Background: an optimization exercise with open tools, aiming at small area. Do not read the settings as production practice. Function was checked by simulation only, so behaviour that the tests miss may differ from the original. Power and IR drop assume default switching activity.

==> design/flow/design.v <==
module mi_add #(
    parameter integer W = 8
) (
    input  wire [W-1:0] a,
    input  wire [W-1:0] b,
    input  wire         ci,
    output wire [W-1:0] s,
    output wire         co
);
    wire [W:0] c;
    assign c[0] = ci;
    genvar i;
    generate
        for (i = 0; i < W; i = i + 1) begin : bit_
            assign s[i]   = a[i] ^ b[i] ^ c[i];
            assign c[i+1] = (a[i] & b[i]) | (c[i] & (a[i] | b[i]));
        end
    endgenerate
    assign co = c[W];
endmodule
module mi_inc #(
    parameter integer W = 8
) (
    input  wire [W-1:0] a,
    input  wire         ci,
    output wire [W-1:0] s
);
    wire [W:0] c;
    assign c[0] = ci;
    genvar i;
    generate
        for (i = 0; i < W; i = i + 1) begin : bit_
            assign s[i]   = a[i] ^ c[i];
            assign c[i+1] = a[i] & c[i];
        end
    endgenerate
endmodule
module mi_dec #(
    parameter integer W = 8
) (
    input  wire [W-1:0] a,
    input  wire         bi,
    output wire [W-1:0] s
);
    wire [W:0] c;
    assign c[0] = bi;
    genvar i;
    generate
        for (i = 0; i < W; i = i + 1) begin : bit_
            assign s[i]   = a[i] ^ c[i];
            assign c[i+1] = ~a[i] & c[i];
        end
    endgenerate
endmodule
module mi_preset (
    input  wire        clk,
    input  wire [2:0]  c,         
    input  wire [1:0]  slot,
    input  wire [8:0]  k,         
    output wire [4:0]  qbits,     
    output wire [23:0] code       
);
    wire        quiet = (slot == 2'd3);
    reg  [9:0]  kc;
    reg  [6:0]  nno;              
    always @(*) begin
        case (slot)
            2'd0: begin kc = 10'd34;  nno = 7'h69; end
            2'd1: begin kc = 10'd85;  nno = 7'h47; end
            2'd2: begin kc = 10'd46;  nno = 7'h61; end
            default: begin kc = (k[8] | k[7]) ? 10'd336 : 10'd335; nno = 7'h79; end
        endcase
    end
    wire [9:0]  g;
    mi_add #(.W(10)) u_g (.a(kc), .b(~{1'b0, k}), .ci(1'b1), .s(g), .co());
    wire        neg = g[9];
    wire [8:0]  kn;               
    mi_dec #(.W(9)) u_kn (.a(k), .bi(neg), .s(kn));
    wire [5:0]  r0  = quiet ? {4'd0, kn[8:7]} : kn[7:2];
    wire [24:0] dv  = quiet ? {kn[6:0], {13{neg}}, g[9:5]}
                            : {kn[1:0], {15{neg}}, g[7:0]};
    reg  [4:0]  d;
    always @(*) begin
        case (c)
            3'd0: d = dv[24:20];
            3'd1: d = dv[19:15];
            3'd2: d = dv[14:10];
            3'd3: d = dv[9:5];
            default: d = dv[4:0];
        endcase
    end
    reg  [5:0]  r_q;
    reg  [18:0] q_q;
    wire [5:0]  r [0:5];
    wire [4:0]  q;
    assign r[0] = (c == 3'd0) ? r0 : r_q;
    genvar i;
    generate
        for (i = 0; i < 5; i = i + 1) begin : step
            wire [6:0] x = {r[i], d[4-i]};
            wire [6:0] t;
            mi_add #(.W(7)) u_t (.a(x), .b(nno), .ci(1'b0), .s(t), .co(q[4-i]));
            assign r[i+1] = q[4-i] ? t[5:0] : x[5:0];
        end
    endgenerate
    always @(posedge clk) begin
        r_q <= r[5];
        q_q <= {q_q[13:0], q};
    end
    assign qbits = q;
    assign code = {~q_q[18], q_q[17:0], q};
endmodule
module mi_decim (
    input  wire        clk,
    input  wire        rst,
    input  wire        en,
    input  wire        align,
    input  wire        invert,
    input  wire        mod_tick,
    input  wire        mod_dat,
    input  wire [4:0]  guard_count,
    input  wire        guard_hi_en,
    input  wire        guard_lo_en,
    input  wire [23:0] guard_hi,
    input  wire [23:0] guard_lo,
    input  wire        ovr_clr,
    output reg         swift_valid,    
    output wire [31:0] swift_word,
    output reg         control_valid,    
    output wire [31:0] control_word,
    output reg         quiet_valid,    
    output wire [31:0] quiet_word,
    output reg         record_valid,    
    output wire [31:0] record_word,
    output reg         stat_ovr,
    output reg         ovr_sticky,
    output reg         guard_hi_live,
    output reg         guard_lo_live
);
    reg          en_q;
    wire         restart = en & (align | ~en_q);
    wire         tick = en & ~restart & mod_tick;
    wire         b = mod_dat ^ invert;
    wire         off = rst | ~en;
    wire         clr = rst | restart;
    reg  [2:0]   a;           
    reg  [2:0]   m5;          
    reg  [1:0]   m4;          
    reg  [1:0]   blk;         
    wire [2:0]   a_n;
    wire [1:0]   m4_n, blk_n;
    wire         a7 = (a == 3'd7);
    wire         m5_4 = (m5 == 3'd4);
    mi_inc #(.W(3)) u_a (.a(a), .ci(1'b1), .s(a_n));
    mi_inc #(.W(2)) u_m4 (.a(m4), .ci(1'b1), .s(m4_n));
    mi_inc #(.W(2)) u_blk (.a(blk), .ci(~(blk[1] & blk[0])), .s(blk_n));
    always @(posedge clk) begin
        if (clr) begin
            a   <= 3'd0;
            m5  <= 3'd0;
            m4  <= 2'd0;
            blk <= 2'd0;
        end else if (tick) begin
            a <= a_n;
            if (a7) begin
                m5 <= m5_4 ? 3'd0 : {m5[1] & m5[0], m5[1] ^ m5[0], ~m5[0]};
                if (m5_4) begin
                    m4 <= m4_n;
                    if (m4 == 2'd3) blk <= blk_n;
                end
            end
        end
    end
    reg  [8:0]   ones;
    wire [8:0]   ones_t;
    mi_inc #(.W(9)) u_ones (.a(ones), .ci(b & tick), .s(ones_t));
    always @(posedge clk) ones <= ones_t;
    reg  [5:0]   sw0, sw1, sw2;        
    reg  [6:0]   ct0, ct1, ct2;        
    reg  [8:0]   qt0, qt1, qt2;        
    reg  [5:0]   rc0, rc1;             
    wire         par = m5[0] ^ m4[0];  
    always @(posedge clk) begin
        if (tick && a == 3'd1 && !par) begin
            sw2 <= sw1; sw1 <= sw0; sw0 <= ones_t[5:0];
        end
        if (tick && a == 3'd5 && m5 == 3'd0) begin
            ct2 <= ct1; ct1 <= ct0; ct0 <= ones_t[6:0];
        end
        if (tick && a7 && m5 == 3'd3 && m4 == 2'd0) begin
            qt2 <= qt1; qt1 <= qt0; qt0 <= ones_t;
        end
        if (tick && a == 3'd1 && m5 == 3'd2) begin
            rc1 <= rc0; rc0 <= ones_t[5:0];
        end
    end
    reg          prev_dat;
    reg  [5:0]   run;
    reg  [8:0]   since;       
    wire         run63 = (run == 6'd32);
    wire         same = (run != 6'd0) && (mod_dat == prev_dat);
    wire         stuck = same && run63;
    wire [8:0]   since_n;
    mi_inc #(.W(9)) u_since (.a(since), .ci(~&since[8:6]), .s(since_n));
    always @(posedge clk) begin
        if (rst) begin
            en_q       <= 1'b0;
            ovr_sticky <= 1'b0;
        end else begin
            en_q <= en;
            if (tick && stuck)
                ovr_sticky <= 1'b1;
            else if (ovr_clr)
                ovr_sticky <= 1'b0;
        end
        if (off | restart)
            stat_ovr <= 1'b0;
        else if (tick)
            stat_ovr <= stuck;
        if (clr) begin
            run        <= 6'd0;
            since[8:6] <= 3'b111;
        end else if (tick) begin
            prev_dat <= mod_dat;
            if (!same)
                run <= 6'd1;
            else if (!run63)
                run <= {run[4:0], run[5] ^ run[4]};
            since    <= stuck ? 9'd0 : since_n;
        end
    end
    wire         ovr46, ovr114, ovr62, ovr448;
    mi_add #(.W(9)) u_o46  (.a(since), .b(~9'd46),  .ci(1'b1), .s(), .co(ovr46_n));
    mi_add #(.W(9)) u_o114 (.a(since), .b(~9'd114), .ci(1'b1), .s(), .co(ovr114_n));
    mi_add #(.W(9)) u_o62  (.a(since), .b(~9'd62),  .ci(1'b1), .s(), .co(ovr62_n));
    wire         ovr46_n, ovr114_n, ovr62_n;
    assign ovr46  = ~ovr46_n;
    assign ovr114 = ~ovr114_n;
    assign ovr62  = ~ovr62_n;
    assign ovr448 = ~&since[8:6];
    reg  [2:0]   c;           
    reg  [1:0]   slot;
    wire [1:0]   slot_n;
    wire         c4 = (c == 3'd4);
    wire         c5 = (c == 3'd5);
    mi_inc #(.W(2)) u_slot (.a(slot), .ci(1'b1), .s(slot_n));
    always @(posedge clk) begin
        if (off) begin
            c    <= 3'd0;
            slot <= 2'd0;
        end else if (tick || c != 3'd0 || slot != 2'd0) begin
            if (c4) begin
                c    <= (slot == 2'd3) ? 3'd5 : 3'd0;
                slot <= slot_n;
            end else if (c5) begin
                c    <= 3'd0;
            end else begin
                c <= {c[1] & c[0], c[1] ^ c[0], ~c[0]};
            end
        end
    end
    reg  [8:0]   snap;
    reg  [8:0]   kmask;
    always @(*) begin
        case (slot)
            2'd0: begin snap = {3'd0, sw2}; kmask = 9'h03F; end
            2'd1: begin snap = {2'd0, ct2}; kmask = 9'h07F; end
            2'd2: begin snap = {3'd0, rc1}; kmask = 9'h03F; end
            default: begin snap = qt2;      kmask = 9'h1FF; end
        endcase
    end
    wire [8:0]   kd;
    mi_add #(.W(9)) u_k (.a(ones_t), .b(~snap), .ci(1'b1), .s(kd), .co());
    wire [8:0]   k = kd & kmask;
    wire [23:0]  code;
    wire [4:0]   qbits;
    mi_preset u_scale (.clk(clk), .c(c), .slot(slot), .k(k), .qbits(qbits), .code(code));
    wire         due16 = (a == 3'd0) && !par;
    wire         due40 = (a == 3'd0) && (m5 == 3'd0);
    wire         due160 = due40 && (m4 == 2'd0);
    wire         ld_swift   = c4 && slot == 2'd0 && due16;
    wire         ld_control = c4 && slot == 2'd1 && due40;
    wire         ld_record  = c4 && slot == 2'd2 && due40;
    wire         ld_quiet   = c4 && slot == 2'd3 && due160;
    wire         blk0 = (blk == 2'd0);
    always @(*) begin
        swift_valid   = (c == 3'd0) && slot == 2'd1 && due16;
        control_valid = (c == 3'd0) && slot == 2'd2 && due40;
        record_valid  = (c == 3'd0) && slot == 2'd3 && due40;
        quiet_valid   = c5 && due160;
    end
    reg  [4:0]   sw_seq, cr_seq, qt_seq;
    reg          sw_set, ct_set, rc_set, qt_set;
    reg          sw_ovr, ct_ovr, rc_ovr, qt_ovr;
    reg  [23:0]  sw_code, ct_code, rc_code, qt_code;
    wire [4:0]   seq_in = (slot == 2'd0) ? sw_seq : (slot == 2'd3) ? qt_seq : cr_seq;
    wire [4:0]   seq_n;
    mi_inc #(.W(5)) u_seq (.a(seq_in), .ci(1'b1), .s(seq_n));
    wire [4:0]   ct_seq = (slot == 2'd2 && due40) ? seq_n : cr_seq;
    assign swift_word   = {sw_seq, sw_set, 1'b0, sw_ovr, sw_code};
    assign control_word = {ct_seq, ct_set, 1'b0, ct_ovr, ct_code};
    assign record_word  = {cr_seq, rc_set, 1'b0, rc_ovr, rc_code};
    assign quiet_word   = {qt_seq, qt_set, 1'b0, qt_ovr, qt_code};
    always @(posedge clk) begin
        if (off) begin
            sw_seq <= 5'd0;
            cr_seq <= 5'd0;
            qt_seq <= 5'd0;
            {sw_set, sw_ovr} <= 2'b10;
            {ct_set, ct_ovr} <= 2'b10;
            {rc_set, rc_ovr} <= 2'b10;
            {qt_set, qt_ovr} <= 2'b10;
        end else begin
            if (ld_swift)
                {sw_seq, sw_set, sw_ovr} <= {seq_n, blk0 && m4 == 2'd0, ovr46};
            if (ld_control)
                {ct_set, ct_ovr} <= {blk0 && m4 != 2'd3, ovr114};
            if (ld_record)
                {cr_seq, rc_set, rc_ovr} <= {seq_n, blk0 && !m4[1], ovr62};
            if (ld_quiet)
                {qt_seq, qt_set, qt_ovr} <= {seq_n, blk != 2'd3, ovr448};
        end
        if (ld_swift)   sw_code <= code;
        if (ld_control) ct_code <= code;
        if (ld_record)  rc_code <= code;
        if (ld_quiet)   qt_code <= code;
    end
    wire         g_settling = sw_set;
    wire [24:0]  ghi = {1'b0, ~guard_hi[23], guard_hi[22:0]};
    wire [24:0]  glo = {1'b0, ~guard_lo[23], guard_lo[22:0]};
    reg  [4:0]   hch, lch;    
    always @(*) begin
        case (c)
            3'd0: begin hch = ghi[24:20]; lch = glo[24:20]; end
            3'd1: begin hch = ghi[19:15]; lch = glo[19:15]; end
            3'd2: begin hch = ghi[14:10]; lch = glo[14:10]; end
            3'd3: begin hch = ghi[9:5];   lch = glo[9:5];   end
            default: begin hch = ghi[4:0]; lch = glo[4:0];  end
        endcase
    end
    wire         h_gt, h_ge, l_gt, l_ge;      
    mi_add #(.W(5)) u_hgt (.a(qbits), .b(~hch), .ci(1'b0), .s(), .co(h_gt));
    mi_add #(.W(5)) u_hge (.a(qbits), .b(~hch), .ci(1'b1), .s(), .co(h_ge));
    mi_add #(.W(5)) u_lgt (.a(qbits), .b(~lch), .ci(1'b0), .s(), .co(l_gt));
    mi_add #(.W(5)) u_lge (.a(qbits), .b(~lch), .ci(1'b1), .s(), .co(l_ge));
    reg          hi_gt, hi_lt, lo_gt, lo_lt;  
    wire         first = (c == 3'd0);
    wire         hi_gt0 = hi_gt & ~first, hi_lt0 = hi_lt & ~first;
    wire         lo_gt0 = lo_gt & ~first, lo_lt0 = lo_lt & ~first;
    always @(posedge clk) begin
        if (slot == 2'd0) begin
            hi_gt <= hi_gt0 | (~hi_lt0 & h_gt);
            hi_lt <= hi_lt0 | (~hi_gt0 & ~h_ge);
            lo_gt <= lo_gt0 | (~lo_lt0 & l_gt);
            lo_lt <= lo_lt0 | (~lo_gt0 & ~l_ge);
        end
    end
    wire         g_above = hi_gt;
    wire         g_below = lo_lt;
    wire         gc_big = guard_count[4] & |guard_count[3:0];
    wire [4:0]   g_n = gc_big ? 5'd16 : guard_count;
    reg  [4:0]   cnt_hi, cnt_lo;
    wire [4:0]   cnt_hi_i, cnt_lo_i;
    mi_inc #(.W(5)) u_chi (.a(cnt_hi), .ci(~cnt_hi[4]), .s(cnt_hi_i));
    mi_inc #(.W(5)) u_clo (.a(cnt_lo), .ci(~cnt_lo[4]), .s(cnt_lo_i));
    wire         up_hi = guard_hi_en & g_above;
    wire         up_lo = guard_lo_en & g_below;
    wire [4:0]   cnt_hi_n = up_hi ? cnt_hi_i : 5'd0;
    wire [4:0]   cnt_lo_n = up_lo ? cnt_lo_i : 5'd0;
    wire         hit_hi, hit_lo;      
    mi_add #(.W(5)) u_hhi (.a(cnt_hi_i), .b(~g_n), .ci(1'b1), .s(), .co(hit_hi));
    mi_add #(.W(5)) u_hlo (.a(cnt_lo_i), .b(~g_n), .ci(1'b1), .s(), .co(hit_lo));
    always @(posedge clk) begin
        if (off) begin
            cnt_hi        <= 5'd0;
            cnt_lo        <= 5'd0;
            guard_hi_live <= 1'b0;
            guard_lo_live <= 1'b0;
        end else if (swift_valid) begin
            if (g_settling || g_n == 5'd0) begin
                cnt_hi <= 5'd0;
                cnt_lo <= 5'd0;
            end else begin
                cnt_hi <= cnt_hi_n;
                cnt_lo <= cnt_lo_n;
                if (up_hi && hit_hi)
                    guard_hi_live <= 1'b1;
                if (up_lo && hit_lo)
                    guard_lo_live <= 1'b1;
            end
            if (!g_settling && !g_above && !g_below) begin
                guard_hi_live <= 1'b0;
                guard_lo_live <= 1'b0;
            end
        end
    end
endmodule
==> design/flow/flow/run.sh <==
#!/bin/bash
# The standard layout (standard.sh), with two changes:
# - each port is buffered by a buf_1 instead of the resizer's default pick;
# - clock tree: clkbuf_4 buffers, clusters of at most 10 sinks within 40 um,
#   no dummy loads.
# make's output goes to standard.log; the tools' own logs are under orfs/logs.
set -euo pipefail
bash standard.sh "BUFFER_PORTS_ARGS=-buffer_cell sky130_fd_sc_hd__buf_1" \
  "CTS_ARGS=-sink_clustering_enable -repair_clock_nets -dont_use_dummy_load -buf_list sky130_fd_sc_hd__clkbuf_4 -sink_clustering_size 10 -sink_clustering_max_diameter 40" \
  finish > standard.log 2>&1
==> design/flow/standard.sh <==
#!/bin/bash
# synth_recipe.tcl (not shown) runs the flow's synth.tcl, then flattens the netlist and writes it again
# the make line also repeats each setting of config.mk as NAME=value (left out here)
make -C /OpenROAD-flow-scripts/flow DESIGN_CONFIG=/design/flow/config.mk WORK_HOME=/design/flow/orfs CLKGATE_MAP_FILE= SYNTH_SCRIPT=/design/flow/synth_recipe.tcl "${@:-finish}"
==> design/flow/config.mk <==
export PLATFORM = sky130hd
export DESIGN_NAME = mi_decim
export DESIGN_NICKNAME = mi_decim
export VERILOG_FILES = /design/flow/design.v
export SDC_FILE = /design/flow/constraint.sdc
export NUM_CORES = 4
export LEC_CHECK = 0
export ABC_CLOCK_PERIOD_IN_PS = 15000
export CAP_MARGIN = 20
export CORE_MARGIN = 2
export CORE_UTILIZATION = 60
export SLEW_MARGIN = 20
==> design/flow/constraint.sdc <==
create_clock -name core_clock -period 40.0 [get_ports {clk}]
set_input_delay 8.0000 -clock core_clock [delete_from_list [all_inputs] [get_ports {clk}]]
set_output_delay 8.0000 -clock core_clock [all_outputs]
set_load 0.01 [all_outputs]
==> qor.yml, run 1 <==
outcome:
  status: "no timing/DRC/antenna violations"
timing:
  whs_ns: 0.3588
  tns_ns: 0
  period_minus_slack_ns: 31.38
  maxClockFrequency_ghz: 0.03187
  tightestPinTransition_ns: 0.9594
  finalClockSkew_ns: 0.07138
  grt_setup_unrepaired: "no"
  period_share_pct: 78.44
  max_slew_margin_pct: 36.04
  slew_viol_final: 0
  hold_violations: 0
  finalSetupViolations: 0
floorplanning:
  initial_utilization_pct: 61.51
  num_rows: 52
  fp.dieArea_um2: 22050
  die_h_um: 148.5
  die_w_um: 148.5
  core_um2: 20360
  pin_count: 199
global_route:
  grt_max_degree: 48
  use_met1_pct: 34.03
  grtUsageTotal_pct: 25.67
  busiest_layer: "met2"
  antenna_found_initial: 1
  grt_remaining_overflow: 0
  grtUsageMet3_pct: 6.656
  grt_pass1_vias: 8036
  grt_pass1_wl_mm: 43.73
  grt_use_met2_pct: 42.43
power_and_ir_drop:
  peakVddDrop_uv: 161.6
  p_leak_nw: 4.985
  power_mw: 1.346
  cellPowerDensity_nw_per_um2: 97.41
logic_synthesis:
  synth_top_cells_by_count: "edfxtp_1, dfxtp_1, nand2_1"
  synth_area_leaders: "edfxtp_1, dfxtp_1, fa_1"
  synth_top_area_share_pct: 44.35
  ys_ff_latch: 281
  synth_edf_count: 185
  avgSynthCellArea_um2: 12.87
  synthFlopType: "edfxtp_1"
  synth.distinct_cells: 71
  netlist_area_um2: 12530
  ys_seq_area_share_pct: 59.69
  synthArstFlopShare_pct: 0
  synth.most_common_cell: "edfxtp_1"
  yosys_warnings: 2
  synth_largest_area_cell: "edfxtp_1"
  syn_inst: 973
critical_path:
  cp_slowest_cell: "a211oi_2"
  rr_endpoint: "u_scale.r_q[1]"
  critical_path_arrival_ns: 31.90
  critPathMaxFanout: 15
  cp.required_ns: 40.52
  ff2ff_setup_slack_ns: 15.77
  worstSetupPathType: "in2reg"
  start_kind: "input pin"
  cpPeakStageDelay_ns: 0.75
  crit_top_cell: "fa_1"
  end_kind: "flop"
  ff2ff_path_depth: 92
  rr_startpoint: "en_q"
finish:
  finalNonFillerCells: 1449
  fill_cells: 1587
  final_nets: 1336
  area_delta_synth_final_pct: 10.30
  drive_above_1_share_pct: 7.725
hold_path:
  worst_hold_path.num_cells: 0
  min_delay_worst_endpoint: "sw1[5]"
  min_path_type: "reg2reg"
  holdCritStartpoint: "sw0[5]"
place:
  finalWeightedCongestion: 0.8975
  numPortBuffers: 194
  place_inst: 1405
  hpwlAfterDp_mm: 20.22
clock_network:
  clk_pin_slew_ns: 0.10
  clock_path_buffers: 3
  cts_resized: 0
  htreeDepth: 2
  cts_setup_buffers: 0
  clock_latency_ns: 0.65
  root_buffer: "clkbuf_4"
  ctsHoldBuffers: 0
  cts_buffers: 42
  cts.sinks: 281
  cts_tree: "done"
routing:
  vias: 8200
  routed_via_density: 5.659
  wl_per_cell_um: 19.31
  drc: 0
  first_pass_iters: 4
  routed_wl_mm: 27.98
  drt_iter0_drc: 455
  drtAntennaViolNets: 0
job:
  cap_violations: 0
## registers in the layout, indices dropped and copies added, names as in the netlist, 7 cells and up
name         flops
ct_code         24
qt_code         24
rc_code         24
sw_code         24
u_scale.q_q     19
ones             9
qt0              9
qt1              9
qt2              9
since            9
ct0              7
ct1              7
ct2              7
## area by class of cell
type	instances	area, um^2	area share (%)
flip-flops and latches	281	7477	54.12
repair buffers	209	848.3	6.140
well taps	270	337.8	2.445
clock buffers	42	315.3	2.282
diodes	1	2.502	0.01811
multi-input cells	585	4607	33.34
inverters	61	229.0	1.657
## how the worst max path moves through the flow
stage	from	endpoint	slack (ns)	depth (start not counted)
2_1_floorplan	align	u_scale.r_q[1]	10.70	99
4_1_cts	align	u_scale.r_q[1]	8.81	93
6_report	align	u_scale.r_q[1]	8.62	93
5_1_grt	align	u_scale.r_q[1]	7.29	95
3_3_place_gp	align	u_scale.r_q[1]	8.99	93
3_5_place_dp	align	u_scale.r_q[1]	8.21	93
## critical path: cells and delay by family
family | cells | cell delay, ns
AND/OR/NAND/NOR | 9 | 1.77
adder cells (fa/ha/maj) | 50 | 15.42
multiplexers | 3 | 0.95
XOR/XNOR | 6 | 1.31
AO/OA/AOI/OAI | 10 | 2.80
buffers and inverters | 15 | 1.63
## per-layer routing
metal  wire length, um  share of wire, %
met4               657               2.3
met3              2303               8.2
met5                 0                 0
met1             11780                42
met2             13240                47
## per-stage QoR
stage / cell area (um^2) / setup WS, ns / utilization (%)
final: 13820 / 8.624 / 67.85
after detailed placement: 13480 / 8.207 / 66.21
after floorplan: 12540 / 10.70 / -
after CTS: 13800 / 8.806 / 67.76
after global routing: 13820 / 7.290 / 67.85
after global placement: 13480 / 8.992 / 66.21
## cells in the final DEF (no fill, tap or decap), drive strengths merged, types with 4 or more instances in the layout
cell	netlist	layout
mux2i	31	31
nor2b	11	11
xnor2	14	14
dfxtp	96	96
inv	59	59
edfxtp	185	185
a222oi	6	6
mux4	8	8
o211a	4	4
maj3	4	4
a211oi	9	9
ha	57	57
xor2	7	7
fa	36	36
o21ai	38	38
a31oi	5	5
nor2	63	63
conb	1	4
nor4	9	9
nand2b	7	7
nor3b	4	4
nor3	15	15
mux2	11	11
and2	8	8
nand3	25	25
a21oi	53	53
clkbuf	25	42
buf	24	209
nand2	83	83
a22oi	12	12
## report_power, final
part           switching [mW]  internal (mW)  total (mW)
sequential             0.0116          0.377       0.388
combinational           0.477          0.345       0.822
clock                  0.0870         0.0482       0.135
total                   0.575          0.771        1.35
## cells by family (layout without fill, tap and decap cells)
logic type,count (synthesis),count (layout),synth area share (%)
other cells,1,5,0.02994
flops,281,281,59.69
buf+inv,110,312,3.855
fa+ha+maj,97,97,11.77
compound gates,166,166,8.650
simple gates,246,246,9.359
mux,50,50,4.994
xor+xnor,22,22,1.658
==> run 2, diff against run 1 <==
--- a/design/flow/config.mk
+++ b/design/flow/config.mk
@@ -8,5 +8,6 @@
 export ABC_CLOCK_PERIOD_IN_PS = 15000
 export CAP_MARGIN = 20
 export CORE_MARGIN = 2
-export CORE_UTILIZATION = 60
+export CORE_UTILIZATION = 75
+export PLACE_DENSITY = 0.85
 export SLEW_MARGIN = 20
==> run 2 against run 1 <==
Final area is 0.90% lower. Clock power is 4% lower. Area after synthesis stayed put. First-iteration DRC count up 62%. Largest cell class unchanged.
==> qor.yml, run 2 <==
outcome:
  status: "no timing/DRC/antenna violations"
routing:
  vias: 8522  # +3.9%
  routed_wl_mm: 27.14  # -3.0%
  drc: 0  # unchanged
  drt_iter0_drc: 738  # +62%
  routed_via_density: 6.118  # +8.1%
  wl_per_cell_um: 19.49  # +0.91%
  first_pass_iters: 8  # +4
  drtAntennaViolNets: 0  # unchanged
clock_network:
  cts_resized: 0  # unchanged
  htreeDepth: 2  # unchanged
  root_buffer: "clkbuf_4"
  clock_path_buffers: 3  # unchanged
  cts.sinks: 281  # unchanged
  clk_pin_slew_ns: 0.09  # about the same
  ctsHoldBuffers: 0  # unchanged
  cts_buffers: 38  # -9.5%
  cts_tree: "done"
  clock_latency_ns: 0.65  # about the same
  cts_setup_buffers: 0  # unchanged
logic_synthesis:
  synth.distinct_cells: 71  # unchanged
  synth.most_common_cell: "edfxtp_1"
  synthFlopType: "edfxtp_1"
  synth_largest_area_cell: "edfxtp_1"
  ys_ff_latch: 281  # unchanged
  synth_top_cells_by_count: "edfxtp_1, dfxtp_1, nand2_1"
  synthArstFlopShare_pct: 0  # unchanged
  syn_inst: 973  # unchanged
  synth_edf_count: 185  # unchanged
  yosys_warnings: 2  # unchanged
  ys_seq_area_share_pct: 59.69  # unchanged
  synth_area_leaders: "edfxtp_1, dfxtp_1, fa_1"
  netlist_area_um2: 12530  # unchanged
  synth_top_area_share_pct: 44.35  # unchanged
  avgSynthCellArea_um2: 12.87  # unchanged
timing:
  grt_setup_unrepaired: "no"
  tns_ns: 0  # unchanged
  max_slew_margin_pct: 28.56  # -7.5 points
  whs_ns: 0.3801  # +0.02125 ns
  tightestPinTransition_ns: 1.070  # +0.1108 ns
  hold_violations: 0  # unchanged
  period_minus_slack_ns: 31.53  # +0.1586 ns
  slew_viol_final: 0  # unchanged
  maxClockFrequency_ghz: 0.03171  # -0.50%
  finalClockSkew_ns: 0.08436  # +0.01298 ns
  period_share_pct: 78.84  # +0.40 points
  finalSetupViolations: 0  # unchanged
floorplanning:
  pin_count: 199  # unchanged
  num_rows: 47  # -9.6%
  die_h_um: 133.2  # -10%
  fp.dieArea_um2: 17750  # -19%
  core_um2: 16470  # -19%
  initial_utilization_pct: 76.08  # +15 points
  die_w_um: 133.2  # -10%
global_route:
  grt_max_degree: 49  # +2.1%
  antenna_found_initial: 1  # unchanged
  grt_pass1_wl_mm: 42.84  # -2.0%
  grtUsageTotal_pct: 30.86  # +5.2 points
  grt_pass1_vias: 8465  # +5.3%
  grt_remaining_overflow: 0  # unchanged
finish:
  final_nets: 1330  # -0.45%
  area_delta_synth_final_pct: 9.309
  final_cell_area_um2: 13690  # -0.90%
  final_cell_mix: "buf_1, edfxtp_1, dfxtp_1"
  drive_above_1_share_pct: 7.253  # -0.47 points
  fill_cells: 935  # -41%
  final_common_cell: "buf_1"
critical_path:
  critPathMaxFanout: 15  # unchanged
  crit_top_cell: "fa_1"
  critical_path_buf_inv_count: 15  # unchanged
  end_kind: "flop"
  cp_slowest_cell: "a211oi_2"
  worstSetupPathType: "in2reg"
  cp_top_family: "adder cells"
  cpPeakStageDelay_ns: 0.77  # +0.02 ns
  start_kind: "input pin"
  cp.required_ns: 40.47  # -0.05 ns
  critical_path_arrival_ns: 32.01  # +0.11 ns
hold_path:
  min_path_type: "reg2reg"
place:
  finalWeightedCongestion: 0.9686  # +7.9%
  dpl_cell_area_um2: 13410  # -0.58%
  hpwlAfterDp_mm: 19.51  # -3.5%
  numPortBuffers: 194  # unchanged
power_and_ir_drop:
  cellPowerDensity_nw_per_um2: 98.08  # +0.68%
  peakVddDrop_uv: 170.5  # +5.5%
  p_leak_nw: 4.955  # -0.60%
job:
  cap_violations: 0  # unchanged
## run 2: cell counts after synthesis
Identical to the previous run, type by type.
## run 2: worst paths after layout
kind         startpoint             end  slack, ns  depth (start not counted)
min              sw1[3]          sw2[3]       0.38                          0
min reg2reg      sw1[3]          sw2[3]       0.38                          0
max               align  u_scale.r_q[1]       8.47                         95
max reg2reg     slot[0]  u_scale.r_q[1]      15.10                         93
## run 2: area by class of cell
type | instances | area (um^2) | share of cell area, %
clock buffer | 38 | 285.3 | 2.083
inverter | 61 | 229.0 | 1.672
tap | 220 | 275.3 | 2.010
multi-input combinational | 585 | 4598 | 33.58
sequential | 281 | 7477 | 54.61
timing repair buffer | 207 | 825.8 | 6.031
antenna | 1 | 2.502 | 0.01827
## run 2: layer usage
layer	GRT usage, %	vias up	share of wire [%]
li1	-	3901	-
met1	40.51	4111	40
met2	51.32	432	49
met3	6.088	78	7.8
met4	12.59	0	3.5
met5	0	-	0
## run 2: where the power goes
group	internal (mW)	leakage, nW	switching (mW)
Sequential	0.377	2.44	0.0113
Clock	0.0439	0.175	0.0852
Combinational	0.346	2.34	0.480
Total	0.767	4.95	0.576
## run 2: stage by stage
| step | worst slack [ns] | power, mW | util [%] | cells |
|---|---|---|---|---|
| after detailed placement | 8.073 | 1.206 | 81.41 | 1354 |
| after global placement | 8.986 | 1.187 | 81.41 | 1354 |
| after global routing | 7.275 | 1.447 | 83.16 | 1393 |
| after floorplan | 10.70 | 1.056 | - | 976 |
| after CTS | 8.719 | 1.335 | 83.15 | 1392 |
| final | 8.466 | 1.343 | 83.16 | 1393 |
## run 2: kinds of logic (layout without fill, tap and decap cells)
group	count (synthesis)	in the layout	synth area share (%)
compound gates	166	166	8.650
buf+inv	110	306	3.855
other cells	1	5	0.02994
fa+ha+maj	97	97	11.77
flops	281	281	59.69
mux	50	50	4.994
xor+xnor	22	22	1.658
simple gates	246	246	9.359
==> run 3, diff against run 2 <==
--- a/design/flow/config.mk
+++ b/design/flow/config.mk
@@ -8,6 +8,5 @@
 export ABC_CLOCK_PERIOD_IN_PS = 15000
 export CAP_MARGIN = 20
 export CORE_MARGIN = 2
-export CORE_UTILIZATION = 75
-export PLACE_DENSITY = 0.85
+export CORE_UTILIZATION = 40
 export SLEW_MARGIN = 20
==> run 3 against run 2 <==
Still clean on timing, DRC and antenna. Register-to-register slack better by 0.76 ns. Sequential cell count unchanged. Critical path depth decreased by 2. Final cell count increased by 13%.
==> qor.yml, run 3 <==
routing:
  drt-met1-wl_mm: 13.06  # +21%
  routed_via_density: 5.178  # -15%
  drtAntennaViolNets: 0  # unchanged
  routed_wl_mm: 28.77  # +6.0%
  drt_iter0_drc: 513  # -30%
  vias: 8134  # -4.6%
  first_pass_iters: 6  # -2
  highest_layer: "met4"
  met3_length_mm: 1.637  # -23%
  wl_per_cell_um: 18.31  # -6.0%
  wl_met2_mm: 13.59  # +2.2%
  drc: 0  # unchanged
logic_synthesis:
  synth.distinct_cells: 71  # unchanged
  synthArstFlopShare_pct: 0  # unchanged
  synthFlopType: "edfxtp_1"
  synth_top_area_share_pct: 44.35  # unchanged
  netlist_area_um2: 12530  # unchanged
  syn_inst: 973  # unchanged
  synth_top_cells_by_count: "edfxtp_1, dfxtp_1, nand2_1"
  ys_ff_latch: 281  # unchanged
  yosys_warnings: 2  # unchanged
  synth_largest_area_cell: "edfxtp_1"
  ys_seq_area_share_pct: 59.69  # unchanged
  synth_area_leaders: "edfxtp_1, dfxtp_1, fa_1"
  synth_edf_count: 185  # unchanged
  avgSynthCellArea_um2: 12.87  # unchanged
  synth.most_common_cell: "edfxtp_1"
critical_path:
  end_kind: "flop"
  rr_endpoint: "u_scale.r_q[1]"
  crit_top_cell: "fa_1"
  cp.required_ns: 40.47  # about the same
  start_kind: "input pin"
  cp_slowest_cell: "a211oi_2"
  rr_startpoint: "en_q"
  critical_path_arrival_ns: 31.72  # -0.29 ns
  critPathLaunch: "align"
  critPathMaxFanout: 15  # unchanged
  ff2ff_setup_slack_ns: 15.86  # +0.76 ns
  ff2ff_path_depth: 92  # -1.1%
  cpPeakStageDelay_ns: 0.72  # -0.05 ns
  worstSetupPathType: "in2reg"
power_and_ir_drop:
  pwr-share-clk_pct: 10.1  # +0.5 points
  cellPowerDensity_nw_per_um2: 95.18  # -2.9%
  p_leak_nw: 4.955  # about the same
  comb_power_share_pct: 60.6  # -0.9 points
  power_mw: 1.327  # -1.2%
  p_sw_share_pct: 42.46  # -0.43 points
  switchingPower_mw: 0.5635  # -2.2%
  p_seq_share_pct: 29.3  # +0.4 points
  intPower_mw: 0.7637  # -0.42%
  peakVddDrop_uv: 145.0  # -15%
timing:
  period_minus_slack_ns: 31.25  # -0.2815 ns
  maxClockFrequency_ghz: 0.03200  # +0.90%
  finalClockSkew_ns: 0.1088  # +0.02442 ns
  finalSetupViolations: 0  # unchanged
  tightestPinTransition_ns: 0.9465  # -0.1237 ns
  slew_viol_final: 0  # unchanged
  period_share_pct: 78.13  # -0.70 points
  hold_violations: 0  # unchanged
  tns_ns: 0  # unchanged
  max_slew_margin_pct: 36.90  # +8.3 points
  whs_ns: 0.3549  # -0.02515 ns
  grt_setup_unrepaired: "no"
clock_network:
  clk_pin_slew_ns: 0.10  # about the same
  cts_buffers: 41  # +7.9%
  ctsHoldBuffers: 0  # unchanged
  clock_latency_ns: 0.66  # about the same
  cts.sinks: 281  # unchanged
  cts_setup_buffers: 0  # unchanged
  root_buffer: "clkbuf_4"
  cts_tree: "done"
  htreeDepth: 2  # unchanged
  cts_resized: 0  # unchanged
  clock_path_buffers: 3  # unchanged
global_route:
  grt_pass1_wl_mm: 45.65  # +6.6%
  grt_max_degree: 48  # -2.0%
  grt_remaining_overflow: 0  # unchanged
  grt_pass1_vias: 8209  # -3.0%
  antenna_found_initial: 1  # unchanged
  grtUsageTotal_pct: 17.68  # -13 points
outcome:
  status: "no timing/DRC/antenna violations"
hold_path:
  min_path_type: "reg2reg"
  min_delay_worst_endpoint: "u_scale.q_q[6]"
  holdCritStartpoint: "u_scale.q_q[1]"
  worst_hold_path.num_cells: 0  # unchanged
finish:
  final_nets: 1332  # +0.15%
  fill_cells: 2914  # +210%
  utilization_pct: 45.35  # -38 points
  drive_above_1_share_pct: 7.496  # +0.24 points
  final_common_cell: "buf_1"
  area_delta_synth_final_pct: 11.31
  final_cell_mix: "buf_1, edfxtp_1, dfxtp_1"
floorplanning:
  initial_utilization_pct: 40.74  # -35 points
  fp.dieArea_um2: 32750  # +84%
  die_w_um: 181.0  # +36%
  pin_count: 199  # unchanged
  num_rows: 64  # +36%
  die_h_um: 181.0  # +36%
  core_um2: 30750  # +87%
place:
  finalWeightedCongestion: 0.8808  # -9.1%
  numPortBuffers: 194  # unchanged
  hpwlAfterDp_mm: 21.13  # +8.3%
job:
  cap_violations: 0  # unchanged
-- run 3: cell counts after synthesis --
No cell type changed its count.
-- run 3: stage by stage --
| stage | cell area [um^2] | setup WS (ns) | cells |
|---|---|---|---|
| after floorplan | 12540 | 10.70 | 976 |
| after global placement | 13630 | 8.834 | 1529 |
| after detailed placement | 13630 | 8.148 | 1529 |
| after CTS | 13940 | 8.762 | 1570 |
| after global routing | 13940 | 7.148 | 1571 |
| final | 13940 | 8.747 | 1571 |
-- run 3: kinds of logic after synthesis --
group	count (synthesis)	share of synthesized area, %
other	1	0.02994
multiplexers	50	4.994
XOR/XNOR	22	1.658
AND/OR/NAND/NOR	246	9.359
flip-flops	281	59.69
AO/OA/AOI/OAI	166	8.650
buffers and inverters	110	3.855
adder cells (fa/ha/maj)	97	11.77
-- run 3: final cells by class --
| class | count | area [um^2] | area share [%] |
|---|---|---|---|
| Inverter | 61 | 229.0 | 1.642 |
| Multi-Input combinational cell | 585 | 4613 | 33.08 |
| Tap cell | 396 | 495.5 | 3.553 |
| Antenna cell | 1 | 2.502 | 0.01795 |
| Clock buffer | 41 | 307.8 | 2.207 |
| Sequential cell | 281 | 7477 | 53.63 |
| Timing Repair Buffer | 206 | 818.3 | 5.869 |
-- run 3: power groups by stage --
stage          clock network [mW]  registers [mW]  logic (mW)
5_1_grt                     0.153           0.390       0.909
6_report                    0.134           0.389       0.804
3_5_place_dp                    0           0.395       0.804
4_1_cts                     0.141           0.389       0.809
2_1_floorplan                   0           0.390       0.666
3_3_place_gp                    0           0.395       0.803
-- run 3: metal layers --
layer / vias up / global-route usage [%]
li1: 3904 / -
met1: 3941 / 24.27
met2: 242 / 29.31
met3: 47 / 3.044
met4: 0 / 4.423
met5: - / 0
-- run 3: worst max-delay path: cells and delay by family --
family	cells	cell delay, ns
AOI/OAI and AO/OA	10	2.70
and+or+nand+nor	9	1.84
muxes	3	0.93
xor gates and xnor gates	6	1.23
buffers and inverters	15	1.60
adders and majority gates	50	15.39
-- run 3: worst max-delay path by stage --
| stage | end | cells after the start |
|---|---|---|
| finish | u_scale.r_q[1] | 93 |
| global route | u_scale.r_q[1] | 95 |
| CTS | u_scale.r_q[1] | 95 |
| detailed placement | u_scale.r_q[1] | 95 |
| global placement | u_scale.r_q[1] | 95 |
| floorplan | u_scale.r_q[1] | 99 |
==> run 4, diff against run 3 <==
==> design/flow/flow/run.sh (replaced) <==
#!/bin/bash
# The standard layout (standard.sh), with three changes:
# - after the standard synthesis, OpenROAD's restructure re-maps the
#   combinational logic for area (registers are not touched), from a copy of
#   the Liberty file without the platform's don't-use cells;
# - each port is buffered by a buf_1 instead of the resizer's default pick;
# - clock tree: clkbuf_4 buffers, clusters of at most 10 sinks within 40 um,
#   no dummy loads.
# Each tool's output goes to a log of its own here: standard_synth.log,
# filter_lib.log, restructure.log, standard.log (the tools' own logs are under orfs/logs).
set -euo pipefail
ARGS=("BUFFER_PORTS_ARGS=-buffer_cell sky130_fd_sc_hd__buf_1"
      "CTS_ARGS=-sink_clustering_enable -repair_clock_nets -dont_use_dummy_load -buf_list sky130_fd_sc_hd__clkbuf_4 -sink_clustering_size 10 -sink_clustering_max_diameter 40")
bash standard.sh "${ARGS[@]}" synth > standard_synth.log 2>&1
RES=orfs/results/$FLOW_PLATFORM/mi_decim/base
LIB=$FLOW_HOME/platforms/$FLOW_PLATFORM/lib/sky130_fd_sc_hd__tt_025C_1v80.lib
python3 flow/filter_lib.py $LIB rs_use.lib 'sky130_fd_sc_hd__(lpflow_.*|probe_p_8|probec_p_8)' > filter_lib.log 2>&1
mkdir -p rs_work
cat > restructure.tcl <<EOT
read_db $RES/1_synth.odb
read_liberty $LIB
read_sdc $RES/1_synth.sdc
report_design_area
restructure -target area -liberty_file rs_use.lib -tielo_port sky130_fd_sc_hd__conb_1/LO -tiehi_port sky130_fd_sc_hd__conb_1/HI -work_dir rs_work
report_design_area
write_db $RES/1_synth.odb
EOT
openroad -no_init -exit restructure.tcl > restructure.log 2>&1
bash standard.sh "${ARGS[@]}" finish > standard.log 2>&1
==> design/flow/flow/filter_lib.py (new file) <==
"""Copy a Liberty file without the cells whose names match the given regular
expression (the platform's don't-use cells), so that restructure cannot pick
them. Usage: filter_lib.py IN.lib OUT.lib REGEX"""
import re
import sys

src, dst, pat = sys.argv[1], sys.argv[2], re.compile(sys.argv[3])
cell = re.compile(r'^\s*cell\s*\(\s*"?([A-Za-z0-9_]+)"?\s*\)\s*\{')
out = []
skip = 0
with open(src) as f:
    for line in f:
        if skip:
            skip += line.count("{") - line.count("}")
            continue
        m = cell.match(line)
        if m and pat.fullmatch(m.group(1)):
            skip = line.count("{") - line.count("}")
            continue
        out.append(line)
with open(dst, "w") as f:
    f.writelines(out)
--- a/design/flow/config.mk
+++ b/design/flow/config.mk
@@ -6,7 +6,7 @@
 export NUM_CORES = 4
 export LEC_CHECK = 0
 export ABC_CLOCK_PERIOD_IN_PS = 15000
-export CAP_MARGIN = 20
+export CAP_MARGIN = 5
 export CORE_MARGIN = 2
 export CORE_UTILIZATION = 40
-export SLEW_MARGIN = 20
+export SLEW_MARGIN = 5
==> run 4 against run 3 <==
Fmax increased by 4.7%. Hold slack better by 0.019 ns. Final area is 2.5% lower. Worst setup slack better by 1.4 ns. Area after synthesis decreased by 5.0%. Sequential share of layout area grew 1.4 points.
==> qor.yml, run 4 <==
timing:
  maxClockFrequency_ghz: 0.03349  # +4.7%
  period_minus_slack_ns: 29.86  # -1.391 ns
  setup_slack_ns: 10.14  # +1.391 ns
  tightestPinTransition_ns: 1.088  # +0.1419 ns
  finalClockSkew_ns: 0.09321  # -0.01557 ns
  period_share_pct: 74.65  # -3.5 points
  max_slew_margin_pct: 27.26  # -9.6 points
  grt_setup_unrepaired: "no"
  finalSetupViolations: 0  # unchanged
  hold_violations: 0  # unchanged
  tns_ns: 0  # unchanged
  slew_viol_final: 0  # unchanged
  whs_ns: 0.3736  # +0.01863 ns
finish:
  final_nets: 1403  # +5.3%
  finalNonFillerCells: 1730  # +10%
  final_common_cell: "buf_1"
  fill_cells: 2884  # -1.0%
  utilization_pct: 46.09  # +0.75 points
  final_cell_mix: "buf_1, edfxtp_1, nor2_1"
  area_delta_synth_final_pct: 14.15
  multi_input_area_um2: 4008  # -13%
  final_cell_area_um2: 13590  # -2.5%
  drive_above_1_share_pct: 5.082  # -2.4 points
  ff_latch_area_um2: 7477  # unchanged
floorplanning:
  fp.dieArea_um2: 31160  # -4.9%
  die_h_um: 176.5  # -2.5%
  core_um2: 29480  # -4.1%
  num_rows: 63  # -1.6%
  die_w_um: 176.5  # -2.5%
  initial_utilization_pct: 40.38  # -0.36 points
  pin_count: 199  # unchanged
critical_path:
  worstSetupPathType: "in2reg"
  cp.required_ns: 40.49  # +0.02 ns
  end_kind: "flop"
  start_kind: "input pin"
  critical_path_arrival_ns: 30.35  # -1.37 ns
  crit_top_cell: "nor2_1"
  cpPeakStageDelay_ns: 0.76  # +0.04 ns
  cp_slowest_cell: "o2111ai_1"
  critPathMaxFanout: 14  # -1
routing:
  routed_via_density: 5.529  # +6.8%
  drc: 0  # unchanged
  first_pass_iters: 5  # -1
  routed_wl_mm: 31.77  # +10%
  vias: 9566  # +18%
  drtAntennaViolNets: 0  # unchanged
  wl_per_cell_um: 18.36  # +0.27%
  drt_iter0_drc: 687  # +34%
logic_synthesis:
  syn_inst: 1092  # +12%
  avgSynthCellArea_um2: 10.90  # -15%
  netlist_area_um2: 11900  # -5.0%
  yosys_warnings: 2  # unchanged
global_route:
  antenna_found_initial: 2  # +1
  grt_max_degree: 36  # -25%
  grt_pass1_vias: 8916  # +8.6%
  grt_pass1_wl_mm: 48.85  # +7.0%
  grtUsageTotal_pct: 20.03  # +2.3 points
  grt_remaining_overflow: 0  # unchanged
power_and_ir_drop:
  cellPowerDensity_nw_per_um2: 51.82  # -46%
  pwr-share-clk_pct: 18.6  # +8.5 points
  peakVddDrop_uv: 44.63  # -69%
  switchingPower_mw: 0.2404  # -57%
  p_seq_share_pct: 49.3  # +20 points
  intPower_mw: 0.4637  # -39%
  power_mw: 0.7041  # -47%
  p_sw_share_pct: 34.14  # -8.3 points
  comb_power_share_pct: 32.1  # -28 points
  p_leak_nw: 4.297  # -13%
outcome:
  status: "no timing/DRC/antenna violations"
clock_network:
  clock_path_buffers: 3  # unchanged
  cts_setup_buffers: 0  # unchanged
  htreeDepth: 2  # unchanged
  root_buffer: "clkbuf_4"
  cts.sinks: 281  # unchanged
  cts_tree: "done"
  cts_buffers: 40  # -2.4%
  cts_resized: 0  # unchanged
  ctsHoldBuffers: 0  # unchanged
  clock_latency_ns: 0.64  # -0.02 ns
  clk_pin_slew_ns: 0.10  # about the same
place:
  numPortBuffers: 194  # unchanged
  hpwlAfterDp_mm: 22.72  # +7.5%
  dpl_cell_area_um2: 13280  # -2.6%
  dp_slack_ns: 9.966  # +1.818 ns
  place_inst: 1688  # +10%
  finalWeightedCongestion: 0.9332  # +5.9%
job:
  cap_violations: 0  # unchanged
hold_path:
  min_path_type: "reg2reg"
run 4: cell types whose count changed in the layout (fill, tap and decap cells not counted), sizes merged, moves of 15 or more:
cell / before / now
clkinv: 2 / 115
nor2: 63 / 154
inv: 59 / 0
ha: 57 / 0
o21ai: 38 / 77
o22ai: 3 / 41
fa: 36 / 0
mux2i: 31 / 0
nand2: 83 / 58
o221a: 1 / 18
nand3: 25 / 10
nor3: 15 / 30
o221ai: 3 / 18
run 4: final cells by class:
type                    count  share of cell area, %
clock buffers              40                  2.210
flip-flops and latches    281                  55.03
inverters                 115                  3.177
multi-input cells         688                  29.49
well taps                 390                  3.591
diodes                      2                0.03683
repair buffers            214                  6.464
run 4: final timing paths:
check,from,end,slack (ns),cells past startpoint
setup reg to reg,slot[0],u_scale.r_q[2],16.77,105
setup / recovery,align,u_scale.r_q[2],10.14,106
hold / removal,u_scale.q_q[4],u_scale.q_q[9],0.37,0
hold reg to reg,u_scale.q_q[4],u_scale.q_q[9],0.37,0
run 4: power groups by stage:
stage / registers [mW] / logic, mW / clock network (mW)
after floorplan: 0.349 / 0.172 / 0
after global placement: 0.354 / 0.219 / 0
after detailed placement: 0.354 / 0.222 / 0
after CTS: 0.347 / 0.224 / 0.136
after global routing: 0.349 / 0.253 / 0.149
final: 0.347 / 0.226 / 0.131
run 4: layer usage:
metal / routed length [um] / global-route usage, % / vias up
met5: 0 / 0 / -
met4: 1035 / 7.645 / 0
met3: 2280 / 3.531 / 79
met2: 14890 / 33.30 / 396
met1: 13560 / 26.14 / 4447
li1: - / - / 4644
run 4: worst max-delay path: cells and delay by family:
| family | cells | cell delay [ns] |
|---|---|---|
| compound gates | 42 | 10.48 |
| simple gates | 53 | 8.77 |
| buf+inv | 9 | 2.74 |
| xor+xnor | 2 | 0.29 |
==> run 5, diff against run 4 <==
--- a/design/flow/config.mk
+++ b/design/flow/config.mk
@@ -6,7 +6,9 @@
 export NUM_CORES = 4
 export LEC_CHECK = 0
 export ABC_CLOCK_PERIOD_IN_PS = 15000
-export CAP_MARGIN = 5
+export CAP_MARGIN = 20
 export CORE_MARGIN = 2
 export CORE_UTILIZATION = 40
-export SLEW_MARGIN = 5
+export GPL_ROUTABILITY_DRIVEN = 0
+export GPL_TIMING_DRIVEN = 0
+export SLEW_MARGIN = 20
==> run 5 against run 4 <==
Register-to-register slack got worse by 2.0 ns. Power about the same. Sequential power about the same. Critical endpoint is now u_scale.r_q[3]. Final cell count up 0.98%.
==> qor.yml, run 5 <==
outcome:
  status: "no timing/DRC/antenna violations"
clock_network:
  cts.sinks: 281  # unchanged
  clock_path_buffers: 3  # unchanged
  htreeDepth: 2  # unchanged
  cts_tree: "done"
  root_buffer: "clkbuf_4"
  clock_latency_ns: 0.67  # +0.03 ns
  clk_pin_slew_ns: 0.10  # about the same
  cts_resized: 0  # unchanged
  cts_setup_buffers: 0  # unchanged
  ctsHoldBuffers: 0  # unchanged
  cts_buffers: 41  # +2.5%
timing:
  period_minus_slack_ns: 31.35  # +1.488 ns
  finalSetupViolations: 0  # unchanged
  period_share_pct: 78.37  # +3.7 points
  max_slew_margin_pct: 32.14  # +4.9 points
  maxClockFrequency_ghz: 0.03190  # -4.7%
  slew_viol_final: 0  # unchanged
  grt_setup_unrepaired: "no"
  tightestPinTransition_ns: 1.018  # -0.07058 ns
  hold_violations: 0  # unchanged
  finalClockSkew_ns: 0.08508  # -0.008133 ns
  tns_ns: 0  # unchanged
routing:
  drc: 0  # unchanged
  routed_wl_mm: 30.52  # -3.9%
  first_pass_iters: 6  # +1
  wl_per_cell_um: 17.47  # -4.9%
  drtAntennaViolNets: 0  # unchanged
  routed_via_density: 5.429  # -1.8%
  vias: 9484  # -0.86%
  drt_iter0_drc: 715  # +4.1%
critical_path:
  cp.required_ns: 40.53  # +0.04 ns
  cp_slowest_cell: "a21oi_1"
  cpPeakStageDelay_ns: 0.80  # +0.04 ns
  critPathCapture: "u_scale.r_q[3]"
  ff2ff_path_depth: 104  # -0.95%
  critical_path_buf_inv_count: 9  # unchanged
  critPathMaxFanout: 14  # unchanged
  crit_cells: 106  # unchanged
  start_kind: "input pin"
  critical_path_arrival_ns: 31.88  # +1.53 ns
  ff2ff_setup_slack_ns: 14.80  # -1.97 ns
  cp_top_family: "compound AO/OA/AOI/OAI gates"
  end_kind: "flop"
  critPathLaunch: "align"
  rr_startpoint: "slot[0]"
  crit_top_cell: "nor2_1"
  worstSetupPathType: "in2reg"
  rr_endpoint: "u_scale.r_q[3]"
global_route:
  grt_pass1_wl_mm: 47.51  # -2.7%
  grtUsageTotal_pct: 19.43  # -0.60 points
  grt_pass1_vias: 8895  # -0.24%
  grt_max_degree: 41  # +14%
  grt_remaining_overflow: 0  # unchanged
  antenna_found_initial: 2  # unchanged
hold_path:
  min_path_type: "reg2reg"
floorplanning:
  num_rows: 63  # unchanged
  die_h_um: 176.5  # unchanged
  initial_utilization_pct: 40.38  # unchanged
  pin_count: 199  # unchanged
  die_w_um: 176.5  # unchanged
  core_um2: 29480  # unchanged
  fp.dieArea_um2: 31160  # unchanged
place:
  hpwlAfterDp_mm: 22.21  # -2.3%
  dpl_cell_area_um2: 13430  # +1.1%
  numPortBuffers: 194  # unchanged
finish:
  final_cell_area_um2: 13750  # +1.2%
  fill_cells: 2828  # -1.9%
  drive_above_1_share_pct: 6.278  # +1.2 points
  final_nets: 1419  # +1.1%
  final_common_cell: "buf_1"
  area_delta_synth_final_pct: 15.47
  final_cell_mix: "buf_1, edfxtp_1, nor2_1"
power_and_ir_drop:
  peakVddDrop_uv: 28.27  # -37%
  p_leak_nw: 4.373  # +1.8%
  cellPowerDensity_nw_per_um2: 51.19  # -1.2%
logic_synthesis:
  avgSynthCellArea_um2: 10.90  # unchanged
  syn_inst: 1092  # unchanged
  netlist_area_um2: 11900  # unchanged
  yosys_warnings: 2  # unchanged
job:
  cap_violations: 0  # unchanged
-- run 5: worst min-delay path by stage --
stage	endpoint	slack [ns]	from	cells past startpoint
after floorplan	u_scale.q_q[10]	0.37	u_scale.q_q[5]	0
after global placement	u_scale.q_q[12]	0.38	u_scale.q_q[7]	0
after detailed placement	u_scale.q_q[9]	0.39	u_scale.q_q[4]	0
after CTS	u_scale.q_q[16]	0.37	u_scale.q_q[11]	0
after global routing	u_scale.q_q[16]	0.37	u_scale.q_q[11]	0
final	ct1[5]	0.36	ct0[5]	0
-- run 5: per-stage QoR --
step	hold WS, ns	setup slack (ns)	total power [mW]	cells	utilization, %
detailed placement	0.3897	8.404	0.5723	1703	45.55
finish	0.3635	8.650	0.7037	1747	46.63
global placement	0.3840	7.841	0.5672	1676	44.50
CTS	0.3672	8.962	0.7073	1744	46.59
floorplan	0.3651	13.44	0.5210	1092	-
global route	0.3711	5.356	0.7529	1745	46.61
-- run 5: metal layers --
layer / GRT usage [%] / wire, um / vias to the layer above
li1: - / - / 4669
met1: 25.50 / 13200 / 4399
met2: 31.17 / 13960 / 343
met3: 3.747 / 2146 / 73
met4: 8.919 / 1206 / 0
met5: 0 / 0 / -
-- run 5: worst register-to-register path: cells and delay by family (launching register included) --
| kind | cells | cell delay, ns |
|---|---|---|
| buffers and inverters | 9 | 3.93 |
| XOR/XNOR | 2 | 0.29 |
| flip-flops | 1 | 0.71 |
| AO/OA/AOI/OAI | 44 | 11.75 |
| AND/OR/NAND/NOR | 49 | 8.44 |
-- run 5: layout make-up --
cell class	count	area, um^2	area share, %
timing repair buffer	221	970.9	7.064
multi-input combinational	688	4029	29.31
buffer	8	30.03	0.2185
antenna	3	7.507	0.05461
tap	390	488.0	3.550
clock buffer	41	307.8	2.239
sequential	281	7480	54.41
inverter	115	432.9	3.149
-- run 5: power breakdown --
part | switching (mW) | internal, mW
clock network | 0.0876 | 0.0472
registers | 0.00926 | 0.337
logic | 0.142 | 0.0803
==> run 6, diff against run 5 <==
--- a/design/flow/config.mk
+++ b/design/flow/config.mk
@@ -9,6 +9,5 @@
 export CAP_MARGIN = 20
 export CORE_MARGIN = 2
 export CORE_UTILIZATION = 40
-export GPL_ROUTABILITY_DRIVEN = 0
-export GPL_TIMING_DRIVEN = 0
+export PLACE_DENSITY = 0.6
 export SLEW_MARGIN = 20
==> run 6 against run 5 <==
Die area is the same. Critical endpoint is now u_scale.r_q[2]. Area after synthesis unchanged. Hold slack better by 0.010 ns. Critical path depth unchanged. Sequential share of layout area rose by 0.61 points. Sequential cell count stayed put. Count of clock-buffer cells in the layout fell by 1.
==> qor.yml, run 6 <==
clock_network:
  clock_latency_ns: 0.64  # -0.03 ns
  cts_resized: 0  # unchanged
  clock_path_buffers: 3  # unchanged
  cts_tree: "done"
  ctsHoldBuffers: 0  # unchanged
  htreeDepth: 2  # unchanged
  cts.sinks: 281  # unchanged
  clk_pin_slew_ns: 0.10  # about the same
  root_buffer: "clkbuf_4"
  cts_setup_buffers: 0  # unchanged
  cts_buffers: 40  # -2.4%
power_and_ir_drop:
  peakVddDrop_uv: 44.63  # +58%
  p_leak_nw: 4.297  # -1.7%
  cellPowerDensity_nw_per_um2: 51.82  # +1.2%
  power_mw: 0.7041  # about the same
floorplanning:
  pin_count: 199  # unchanged
  num_rows: 63  # unchanged
  core_um2: 29480  # unchanged
  die_h_um: 176.5  # unchanged
  fp.dieArea_um2: 31160  # unchanged
  initial_utilization_pct: 40.38  # unchanged
  die_w_um: 176.5  # unchanged
routing:
  highest_layer: "met4"
  wl_met2_mm: 14.89  # +6.6%
  first_pass_iters: 5  # -1
  drc: 0  # unchanged
  routed_wl_mm: 31.77  # +4.1%
  drtAntennaViolNets: 0  # unchanged
  drt_iter0_drc: 687  # -3.9%
  wl_per_cell_um: 18.36  # +5.1%
  drt-met1-wl_mm: 13.56  # +2.7%
  met3_length_mm: 2.280  # +6.2%
  vias: 9566  # +0.86%
  routed_via_density: 5.529  # +1.9%
timing:
  hold_violations: 0  # unchanged
  max_slew_margin_pct: 27.26  # -4.9 points
  period_share_pct: 74.65  # -3.7 points
  tns_ns: 0  # unchanged
  setup_slack_ns: 10.14  # +1.488 ns
  grt_setup_unrepaired: "no"
  finalSetupViolations: 0  # unchanged
  maxClockFrequency_ghz: 0.03349  # +5.0%
  slew_viol_final: 0  # unchanged
  period_minus_slack_ns: 29.86  # -1.488 ns
  tightestPinTransition_ns: 1.088  # +0.07058 ns
  finalClockSkew_ns: 0.09321  # +0.008133 ns
job:
  cap_violations: 0  # unchanged
critical_path:
  cp_slowest_cell: "o2111ai_1"
  cp.required_ns: 40.49  # -0.04 ns
  crit_top_cell: "nor2_1"
  ff2ff_path_depth: 105  # +0.96%
  cpPeakStageDelay_ns: 0.76  # -0.04 ns
  end_kind: "flop"
  worstSetupPathType: "in2reg"
  critPathMaxFanout: 14  # unchanged
  start_kind: "input pin"
  critical_path_arrival_ns: 30.35  # -1.53 ns
finish:
  final_cell_mix: "buf_1, edfxtp_1, nor2_1"
  ff_latch_area_um2: 7477  # about the same
  final_nets: 1403  # -1.1%
  final_common_cell: "buf_1"
  drive_above_1_share_pct: 5.082  # -1.2 points
  area_delta_synth_final_pct: 14.15
  utilization_pct: 46.09  # -0.53 points
  fill_cells: 2884  # +2.0%
  multi_input_area_um2: 4008  # -0.53%
logic_synthesis:
  netlist_area_um2: 11900  # unchanged
  avgSynthCellArea_um2: 10.90  # unchanged
  syn_inst: 1092  # unchanged
  yosys_warnings: 2  # unchanged
global_route:
  grt_pass1_wl_mm: 48.85  # +2.8%
  antenna_found_initial: 2  # unchanged
  grt_remaining_overflow: 0  # unchanged
  grt_max_degree: 36  # -12%
  grtUsageTotal_pct: 20.03  # +0.60 points
  grt_pass1_vias: 8916  # +0.24%
outcome:
  status: "no timing/DRC/antenna violations"
place:
  numPortBuffers: 194  # unchanged
  dp_slack_ns: 9.966  # +1.562 ns
  hpwlAfterDp_mm: 22.72  # +2.3%
  finalWeightedCongestion: 0.9332
hold_path:
  min_path_type: "reg2reg"
  worst_hold_path.num_cells: 0  # unchanged
-- run 6: worst paths after layout --
path                  startpoint              to  slack (ns)
hold reg to reg   u_scale.q_q[4]  u_scale.q_q[9]        0.37
hold / removal    u_scale.q_q[4]  u_scale.q_q[9]        0.37
setup / recovery           align  u_scale.r_q[2]       10.14
setup reg to reg         slot[0]  u_scale.r_q[2]       16.77
-- run 6: area by class of cell --
cell class                 count  share of cell area [%]
tap                          390                   3.591
inverter                     115                   3.177
multi-input combinational    688                   29.49
sequential                   281                   55.03
antenna                        2                 0.03683
timing repair buffer         214                   6.464
clock buffer                  40                   2.210
-- run 6: per-layer routing --
metal	vias up	track usage, %
li1	4644	-
met2	396	33.30
met1	4447	26.14
met3	79	3.531
met5	-	0
met4	0	7.645
-- run 6: power breakdown --
group	total [mW]	leakage, nW	switching (mW)	internal, mW
registers	0.347	2.45	0.0101	0.337
clock network	0.131	0.184	0.0845	0.0461
logic	0.226	1.66	0.146	0.0806
total	0.704	4.30	0.240	0.464
-- run 6: stage by stage --
| stage | hold WS, ns | cell area (um^2) | cells |
|---|---|---|---|
| 2_1_floorplan | 0.3651 | 11900 | 1092 |
| 3_3_place_gp | 0.3817 | 13280 | 1688 |
| 3_5_place_dp | 0.3850 | 13280 | 1688 |
| 4_1_cts | 0.3675 | 13580 | 1728 |
| 5_1_grt | 0.3724 | 13590 | 1729 |
| 6_report | 0.3736 | 13590 | 1730 |
-- run 6: critical path: cells and delay by family --
family | cells | cell delay [ns]
compound gates | 42 | 10.48
xor+xnor | 2 | 0.29
buf+inv | 9 | 2.74
simple gates | 53 | 8.77
==> run 7, diff against run 6 <==
--- a/design/flow/config.mk
+++ b/design/flow/config.mk
@@ -9,5 +9,4 @@
 export CAP_MARGIN = 20
 export CORE_MARGIN = 2
 export CORE_UTILIZATION = 40
-export PLACE_DENSITY = 0.6
 export SLEW_MARGIN = 20
==> run 7 against run 6 <==
Sequential cell count unchanged. Non-clock buffer count unchanged. Sequential share of layout area unchanged. Critical path type unchanged. Largest cell class unchanged.
==> qor.yml, run 7 <==
critical_path:
  worstSetupPathType: "in2reg"
  critical_path_arrival_ns: 30.35  # about the same
  start_kind: "input pin"
  critPathLaunch: "align"
  crit_top_cell: "nor2_1"
  critPathMaxFanout: 14  # unchanged
  end_kind: "flop"
  cp_slowest_cell: "o2111ai_1"
  cpPeakStageDelay_ns: 0.76  # about the same
  rr_startpoint: "slot[0]"
  cp.required_ns: 40.49  # about the same
floorplanning:
  fp.dieArea_um2: 31160  # unchanged
  pin_count: 199  # unchanged
  num_rows: 63  # unchanged
  core_um2: 29480  # unchanged
  die_w_um: 176.5  # unchanged
  initial_utilization_pct: 40.38  # unchanged
  die_h_um: 176.5  # unchanged
clock_network:
  ctsHoldBuffers: 0  # unchanged
  cts.sinks: 281  # unchanged
  clock_path_buffers: 3  # unchanged
  htreeDepth: 2  # unchanged
  root_buffer: "clkbuf_4"
  cts_setup_buffers: 0  # unchanged
  cts_tree: "done"
  clock_latency_ns: 0.64  # about the same
  clk_pin_slew_ns: 0.10  # about the same
  cts_resized: 0  # unchanged
  cts_buffers: 40  # unchanged
timing:
  whs_ns: 0.3736  # unchanged
  tns_ns: 0  # unchanged
  period_share_pct: 74.65  # unchanged
  max_slew_margin_pct: 27.26  # unchanged
  period_minus_slack_ns: 29.86  # unchanged
  finalSetupViolations: 0  # unchanged
  hold_violations: 0  # unchanged
  maxClockFrequency_ghz: 0.03349  # unchanged
  slew_viol_final: 0  # unchanged
  grt_setup_unrepaired: "no"
  tightestPinTransition_ns: 1.088  # unchanged
  finalClockSkew_ns: 0.09321  # unchanged
job:
  cap_violations: 0  # unchanged
routing:
  drc: 0  # unchanged
  routed_wl_mm: 31.77  # unchanged
  wl_per_cell_um: 18.36  # unchanged
  drt_iter0_drc: 687  # unchanged
  routed_via_density: 5.529  # unchanged
  first_pass_iters: 5  # unchanged
  drtAntennaViolNets: 0  # unchanged
  vias: 9566  # unchanged
global_route:
  grt_max_degree: 36  # unchanged
  grt_remaining_overflow: 0  # unchanged
  grt_pass1_wl_mm: 48.85  # unchanged
  grtUsageTotal_pct: 20.03  # unchanged
  antenna_found_initial: 2  # unchanged
  grt_pass1_vias: 8916  # unchanged
logic_synthesis:
  netlist_area_um2: 11900  # unchanged
  syn_inst: 1092  # unchanged
  yosys_warnings: 2  # unchanged
  avgSynthCellArea_um2: 10.90  # unchanged
finish:
  fill_cells: 2884  # unchanged
  final_nets: 1403  # unchanged
  ff_latch_area_um2: 7477  # unchanged
  final_cell_area_um2: 13590  # unchanged
  final_cell_mix: "buf_1, edfxtp_1, nor2_1"
  area_delta_synth_final_pct: 14.15  # unchanged
  drive_above_1_share_pct: 5.082  # unchanged
  finalNonFillerCells: 1730  # unchanged
  final_common_cell: "buf_1"
  multi_input_area_um2: 4008  # unchanged
place:
  numPortBuffers: 194  # unchanged
  finalWeightedCongestion: 0.9332  # unchanged
  dpl_cell_area_um2: 13280  # unchanged
  place_inst: 1688  # unchanged
  hpwlAfterDp_mm: 22.72  # unchanged
outcome:
  status: "no timing/DRC/antenna violations"
power_and_ir_drop:
  power_mw: 0.7041  # unchanged
  cellPowerDensity_nw_per_um2: 51.82  # unchanged
  peakVddDrop_uv: 44.63  # unchanged
  p_leak_nw: 4.297  # unchanged
hold_path:
  min_path_type: "reg2reg"
  holdCritStartpoint: "u_scale.q_q[4]"
## run 7: cell counts in the layout (fill, tap and decap cells not counted)
No cell type changed its count.
## run 7: layout make-up
| cell class | instances | area share (%) |
|---|---|---|
| Timing Repair Buffer | 214 | 6.464 |
| Inverter | 115 | 3.177 |
| Tap cell | 390 | 3.591 |
| Multi-Input combinational cell | 688 | 29.49 |
| Sequential cell | 281 | 55.03 |
| Antenna cell | 2 | 0.03683 |
| Clock buffer | 40 | 2.210 |
## run 7: worst max-delay path, delay by kind of cell
family | cells | cell delay [ns]
AOI/OAI and AO/OA | 42 | 10.48
and+or+nand+nor | 53 | 8.77
buffers and inverters | 9 | 2.74
xor gates and xnor gates | 2 | 0.29
## run 7: power by group
| part | switching (mW) | internal, mW | leakage (nW) |
|---|---|---|---|
| Combinational | 0.146 | 0.0806 | 1.66 |
| Clock | 0.0845 | 0.0461 | 0.184 |
| Sequential | 0.0101 | 0.337 | 2.45 |
| Total | 0.240 | 0.464 | 4.30 |
## run 7: final timing paths
path | endpoint | slack (ns) | cells after the start
setup / recovery | u_scale.r_q[2] | 10.14 | 106
setup reg to reg | u_scale.r_q[2] | 16.77 | 105
hold reg to reg | u_scale.q_q[9] | 0.37 | 0
hold / removal | u_scale.q_q[9] | 0.37 | 0
## run 7: per-stage QoR
stage / util (%) / setup slack (ns)
after floorplan: - / 13.44
after global placement: 45.06 / 10.98
after detailed placement: 45.06 / 9.966
after CTS: 46.07 / 10.47
after global routing: 46.08 / 6.861
final: 46.09 / 10.14
## run 7: routing by layer
layer,share of wire [%],up-vias,routed length (um),GRT usage [%]
li1,-,4644,-,-
met1,43,4447,13560,26.14
met2,47,396,14890,33.30
met3,7.2,79,2280,3.531
met4,3.3,0,1035,7.645
met5,0,-,0,0

separate check: timing with driven ports:
How much do the figures lean on ideal ports? The routed layouts below were timed once more, with nothing changed but the port constraints.
Step 1, drivers: a clkbuf_16 drives clk and a buf_2 each remaining input, both assumed.
Step 2 times the ports against the registers' clock, not the clock port: input delays grow and output delays shrink by t, the midpoint of the rising clock arrivals with the driver on.
Slacks: no drivers / after step 1 / after step 2; pairs: no drivers / after step 1.
run	shift t [ns]	setup WS [ns]	hold WS [ns]	clock arrival spread, ns	cell pins on the clock port's net
run 1	0.657	8.624 / 8.645 / 7.987	0.359 / 0.359 / 0.359	0.077 / 0.077	1
run 2	0.649	8.466 / 8.488 / 7.839	0.380 / 0.380 / 0.380	0.084 / 0.084	1
run 3	0.645	8.747 / 8.764 / 8.119	0.355 / 0.355 / 0.355	0.108 / 0.108	1
run 4	0.637	10.139 / 10.163 / 9.525	0.374 / 0.374 / 0.374	0.093 / 0.093	1
run 5	0.664	8.650 / 8.674 / 8.010	0.363 / 0.363 / 0.363	0.092 / 0.092	1
run 6	0.637	10.139 / 10.163 / 9.525	0.374 / 0.374 / 0.374	0.093 / 0.093	1
run 7	0.637	10.139 / 10.163 / 9.525	0.374 / 0.374 / 0.374	0.093 / 0.093	1
After both steps every run listed still meets setup and hold. For run 5, which loses most, drivers alone change the setup slack by +0.024 ns; drivers and shift together by -0.640 ns.
